Context: an optimization exercise on an open-source flow, tuned for small area, a short achievable clock period and few clock cycles. The choices shown serve that exercise and are no tape-out recipe. Only simulation tests tie the RTL to the original design; equivalence was not proved. No activity file was given, so power comes from the tool's default toggle rates.

Setup of onyx:
Design acd_axu, start of the top module:
module acd_axu (
    input  wire        clk,
    input  wire        rst,           
    input  wire        in_valid,
    output wire        in_ready,
    input  wire [31:0] in_insn,       
    input  wire [31:0] in_a,          
    input  wire [31:0] in_b,          
    output reg         out_valid,
    output reg         out_wr,        
    output reg         out_illegal,   
    output reg  [7:0]  out_flags,     
    output reg  [31:0] out_data       
);
    localparam DC  = 16;   
    localparam DCW = 4;
    localparam DD  = 8;    
    localparam DDW = 3;
    integer k;
    reg        i0_v;
    reg [31:0] i0_insn, i0_a, i0_b;
    reg        i0_mulhu;
    reg        rdy;
    wire m_free;                       
    assign in_ready = rdy;
    wire take   = in_valid && rdy;
    wire i0_ld  = !i0_v || m_free;     
    always @(posedge clk) begin
        if (i0_ld) begin
            i0_insn  <= in_insn;
            i0_a     <= in_a;
            i0_b     <= in_b;
            i0_mulhu <= (in_insn[31:26] == 6'h0B) && (in_insn[9:0] == 10'h002);
        end
        if (rst)
            i0_v <= 1'b0;
        else if (i0_ld)
            i0_v <= take;
    end
    wire [5:0] d_op = i0_insn[31:26];
    wire [9:0] d_fn = i0_insn[9:0];
    wire d_fas = |i0_insn[19:18];
    wire d_fra = |i0_insn[17:14];
    wire d_frb = |i0_insn[13:10];
    wire d_md  = (d_op == 6'h0B);
    wire d_acc = (d_op == 6'h18);
    wire d_mul   = d_md && d_fn == 10'h000;
    wire d_mulh  = d_md && d_fn == 10'h001;
    wire d_mulhu = d_md && d_fn == 10'h002;
    wire d_divu  = d_md && d_fn == 10'h003;
    wire d_remu  = d_md && d_fn == 10'h004;
    wire d_isqrt = d_md && d_fn == 10'h005;
    wire d_mac  = d_acc && d_fn == 10'h000;
    wire d_msu  = d_acc && d_fn == 10'h001;
    wire d_mpy  = d_acc && d_fn == 10'h002;
    wire d_clr  = d_acc && d_fn == 10'h003;
    wire d_add  = d_acc && d_fn == 10'h004;
    wire d_sub  = d_acc && d_fn == 10'h005;
    wire d_mov  = d_acc && d_fn == 10'h006;
    wire d_sum  = d_acc && d_fn == 10'h007;
    wire d_neg  = d_acc && d_fn == 10'h008;
    wire d_abs  = d_acc && d_fn == 10'h009;
    wire d_sqrt = d_acc && d_fn == 10'h00A;
    wire d_sat  = d_acc && d_fn == 10'h00B;
  ...
Size: ~19,000 cells after synthesis, roughly 1,600 flip-flops, roughly 140,000 sq um of cells after synthesis.
==> flow/config.mk <==
export PLATFORM = sky130hd
export DESIGN_NAME = acd_axu
export DESIGN_NICKNAME = acd_axu
export VERILOG_FILES = /design/flow/design.v
export SDC_FILE = /design/flow/constraint.sdc
export NUM_CORES = 8
export LEC_CHECK = 0
export ABC_AREA = 1
export CAP_MARGIN = 40
export CORE_MARGIN = 2
export CORE_UTILIZATION = 52
export SETUP_SLACK_MARGIN = 5
export SLEW_MARGIN = 40
export TNS_END_PERCENT = 5
==> flow/constraint.sdc <==
create_clock -name core_clock -period 16.0 [get_ports {clk}]
set_input_delay 3.2000 -clock core_clock [delete_from_list [all_inputs] [get_ports {clk}]]
set_output_delay 3.2000 -clock core_clock [all_outputs]
set_load 0.01 [all_outputs]
standard.sh (not shown) runs the stock make flow with config.mk's settings and CLKGATE_MAP_FILE= SYNTH_SCRIPT=/design/flow/synth_recipe.tcl, a recipe that flattens the netlist after the stock synthesis.
==> flow/flow/run.sh <==
#!/bin/bash
set -uo pipefail
bash standard.sh synth > synth.log 2>&1 || exit 1
for u in 52 45 38; do
    if bash standard.sh SETUP_SLACK_MARGIN=11 CORE_UTILIZATION=$u finish > layout_u$u.log 2>&1; then
        exit 0
    fi
    bash standard.sh clean_floorplan clean_place clean_cts clean_route clean_finish > clean_u$u.log 2>&1
done
exit 1
Testbench counts of onyx, summed over its fixed seeds: cycles 13,439.
diff inputs: onyx => cedar
- a change of SLEW_MARGIN from 40 to 20
- a change of CAP_MARGIN from 40 to 30
- a change of CORE_UTILIZATION from 52 to 45
==> flow/flow/run.sh <==
#!/bin/bash
set -uo pipefail
bash standard.sh synth > synth.log 2>&1 || exit 1
for u in 45 38 30; do
    if bash standard.sh SETUP_SLACK_MARGIN=11.5 CORE_UTILIZATION=$u finish > layout_u$u.log 2>&1; then
        exit 0
    fi
    bash standard.sh clean_floorplan clean_place clean_cts clean_route clean_finish > clean_u$u.log 2>&1
done
exit 1
Findings:
Delta (cedar minus onyx): layout multi-input combinational cell count comparable; post-route total power up about 12%.
cedar: sequential share of power lower than onyx
Logic gate share of total power on cedar is up relative to onyx.

[port drivers added, routing unchanged]
Ports are ideal in the flow. The routed layouts listed here were re-timed in OpenROAD.
Step 1: set_driving_cell puts a clkbuf_16 on clk and a buf_2 on each other input, an assumption about the parent block.
Step 2 also shifts input and output timing later by t, the mid clock arrival at the registers, as if the neighbouring blocks saw the same clock.
Three values: ideal, step 1, step 2; two values: the first two.
run | shift t [ns] | slack for setup (ns) | worst register clock-pin slew, ns
onyx | 1.048 | 10.273 / 10.273 / 10.273 | 0.07 / 0.07
cedar | 1.040 | 10.540 / 10.540 / 10.540 | 0.11 / 0.11
After both steps setup and hold are still met in every run listed.
